Background: an optimization exercise with open tools, aiming at small area. Do not read the settings as production practice. Only simulation tests tie the RTL to the original design; equivalence was not proved. Power figures rest on the tool's default switching activity, not on a simulated workload.

## zinc
Design fchain, start of the top module:
module fchain (
    input  wire        clk,
    input  wire        rst,         
    input  wire        clr,         
    input  wire [2:0]  cic_order,   
    input  wire [8:0]  cic_m,       
    input  wire [4:0]  cic_shift,   
    input  wire [4:0]  n2,          
    input  wire [4:0]  m2,          
    input  wire [4:0]  s2,          
    input  wire [3:0]  n3,          
    input  wire [3:0]  m3,          
    input  wire [4:0]  s3,          
    input  wire        coef_we,
    input  wire [4:0]  coef_addr,
    input  wire [23:0] coef_data,
    input  wire        in_valid,
    input  wire        in_bit,
    output reg         out_valid,
    output wire [23:0] out_data,
    output wire        out_sat
);
Settings: LEC_CHECK=0, CAP_MARGIN=20, CORE_MARGIN=2, CORE_UTILIZATION=70, CTS_CLUSTER_DIAMETER=85, CTS_CLUSTER_SIZE=28, SLEW_MARGIN=20; clock period 12.0 ns.
run.sh (not shown) runs the stock make flow with config.mk's settings and CLKGATE_MAP_FILE= SYNTH_SCRIPT=/design/flow/synth_recipe.tcl, a recipe that flattens the netlist after the stock synthesis.
Here is what was changed in the inputs of violet compared with zinc.
# zinc
export LEC_CHECK = 0
export CAP_MARGIN = 20
export CORE_MARGIN = 2
export CORE_UTILIZATION = 70
export CTS_CLUSTER_DIAMETER = 85
export CTS_CLUSTER_SIZE = 28
export SLEW_MARGIN = 20
create_clock -name core_clock -period 12.0 [get_ports {clk}]
# violet
export LEC_CHECK = 0
export ABC_AREA = 1
export CAP_MARGIN = 20
export CORE_MARGIN = 2
export CORE_UTILIZATION = 60
export CTS_CLUSTER_DIAMETER = 90
export CTS_CLUSTER_SIZE = 32
export SLEW_MARGIN = 20
create_clock -name core_clock -period 12.0 [get_ports {clk}]
Notes after the runs:
Run comparison: violet endpoint of the most critical setup path acc[47]; zinc endpoint of the most critical setup path acc[51]. Relative to zinc, maximum frequency has increased by about 12% in violet. Comparing violet and zinc, the higher number of global-route vias before repair is on violet. Number of hold buffers added after CTS across violet and zinc: no real change. Relative to zinc, part of the total power dissipated in the clock network has gone down in violet. For via count, dividing the value from violet by the value from zinc gives 1.13. violet vs zinc, delay of the slowest cell on the worst path went up by 50 ps. Measured against each other, violet and zinc differ in total wire length, the lower figure coming from zinc. violet vs zinc, non-clock buffer count went down by 23. Compared with zinc, violet shows first-iteration DRC count that has gone down by a few percent. Area taken by multi-input logic gates: violet > zinc.
Input-level comparison between garnet and violet:
# violet
export LEC_CHECK = 0
export ABC_AREA = 1
export CAP_MARGIN = 20
export CORE_MARGIN = 2
export CORE_UTILIZATION = 60
export CTS_CLUSTER_DIAMETER = 90
export CTS_CLUSTER_SIZE = 32
export SLEW_MARGIN = 20
create_clock -name core_clock -period 12.0 [get_ports {clk}]
# garnet
export LEC_CHECK = 0
export CAP_MARGIN = 0
export CORE_MARGIN = 2
export CORE_UTILIZATION = 70
export CTS_CLUSTER_DIAMETER = 85
export CTS_CLUSTER_SIZE = 28
export SLEW_MARGIN = 0
create_clock -name core_clock -period 12.0 [get_ports {clk}]
Results
The launch point of the critical path comes out state[2] in one run and l3[0] in the other, namely in garnet and violet respectively. acc[51] as the destination of the critical timing path was reported by garnet, and acc[47] by violet. Compared with violet, in garnet time the worst path needs with I/O delays and setup grew by 1180 ps; die area shrank by 22,000 um^2; number of setup violations in the final report held steady. Looking at dominant combinational cell family by area after synthesis, the compound AO/OA/AOI/OAI gates result is from garnet; the simple AND/OR/NAND/NOR gates one comes from violet.
The inputs of ember differ from those of garnet as listed below.
# garnet
export LEC_CHECK = 0
export CAP_MARGIN = 0
export CORE_MARGIN = 2
export CORE_UTILIZATION = 70
export CTS_CLUSTER_DIAMETER = 85
export CTS_CLUSTER_SIZE = 28
export SLEW_MARGIN = 0
create_clock -name core_clock -period 12.0 [get_ports {clk}]
# ember
export LEC_CHECK = 0
export ABC_AREA = 1
export CAP_MARGIN = 20
export CORE_MARGIN = 2
export CORE_UTILIZATION = 60
export CTS_CLUSTER_DIAMETER = 80
export CTS_CLUSTER_SIZE = 25
export SLEW_MARGIN = 20
create_clock -name core_clock -period 12.0 [get_ports {clk}]
[summary]
For the non-clock buffer count, ember came in 22 lower than garnet did.
Comparing ember and garnet, actual slew at the worst max-slew pin is lower on ember.
Relative to garnet, the final design area excluding fillers of ember is higher by about 4.3%.
Number of nets in the finished design: ember vs garnet up about 34%
Going from garnet to ember, area after synthesis went up, wire length of the first global-routing pass went up.
Of ember and garnet, it is ember that has the higher total CTS buffers.
Comparing ember and garnet, the higher overall track demand over capacity in global routing was measured on garnet.
Power (higher): ember
diff inputs: ember => delta
# ember
export LEC_CHECK = 0
export ABC_AREA = 1
export CAP_MARGIN = 20
export CORE_MARGIN = 2
export CORE_UTILIZATION = 60
export CTS_CLUSTER_DIAMETER = 80
export CTS_CLUSTER_SIZE = 25
export SLEW_MARGIN = 20
create_clock -name core_clock -period 12.0 [get_ports {clk}]
# delta
export LEC_CHECK = 0
export CAP_MARGIN = 20
export CORE_MARGIN = 2
export CORE_UTILIZATION = 60
export CTS_CLUSTER_DIAMETER = 85
export CTS_CLUSTER_SIZE = 28
export SLEW_MARGIN = 20
create_clock -name core_clock -period 12.0 [get_ports {clk}]
### Flow results
delta completed every stage of the flow, and the final layout passed the timing, design-rule and antenna checks.
Summary of delta over ember: cell row count now smaller; sequential share of layout area +1.8 points; chip width fell by 1.9%.
Setup slack: delta less than ember
The run showing the greater die area is ember.

separate check: timing with driven ports:
The results above use ideal ports. As a check the final layouts listed here were re-extracted and re-timed, cells and wires unchanged. Step 1 (the two cells are an assumption about what drives the block):
set clk [get_ports {clk}]
set_driving_cell -lib_cell sky130_fd_sc_hd__clkbuf_16 $clk
set_driving_cell -lib_cell sky130_fd_sc_hd__buf_2 [delete_from_list [all_inputs] $clk]
Step 2 moves the port delays by t, midway between the first and last clock arrival at a register: inputs arrive t later, outputs are due t later. That takes back most of the time a late clock gives input paths. Slacks: ideal / step 1 / step 2; pairs: ideal / step 1.
run | t (ns) | slack for setup (ns) | hold WS [ns] | worst register clock-pin slew, ns | pins driven straight from the clock port
zinc | 0.789 | 0.956 / 0.956 / 0.956 | 0.324 / 0.324 / 0.324 | 0.11 / 0.11 | 1
violet | 0.814 | 2.156 / 2.156 / 2.156 | 0.324 / 0.324 / 0.324 | 0.12 / 0.12 | 1
garnet | 0.791 | 0.974 / 0.974 / 0.974 | 0.328 / 0.328 / 0.328 | 0.11 / 0.11 | 1
ember | 0.800 | 2.174 / 2.174 / 2.174 | 0.306 / 0.306 / 0.306 | 0.10 / 0.10 | 1
delta | 0.774 | 1.412 / 1.412 / 1.412 | 0.309 / 0.309 / 0.309 | 0.11 / 0.11 | 1
After both steps setup and hold are still met in every run listed.
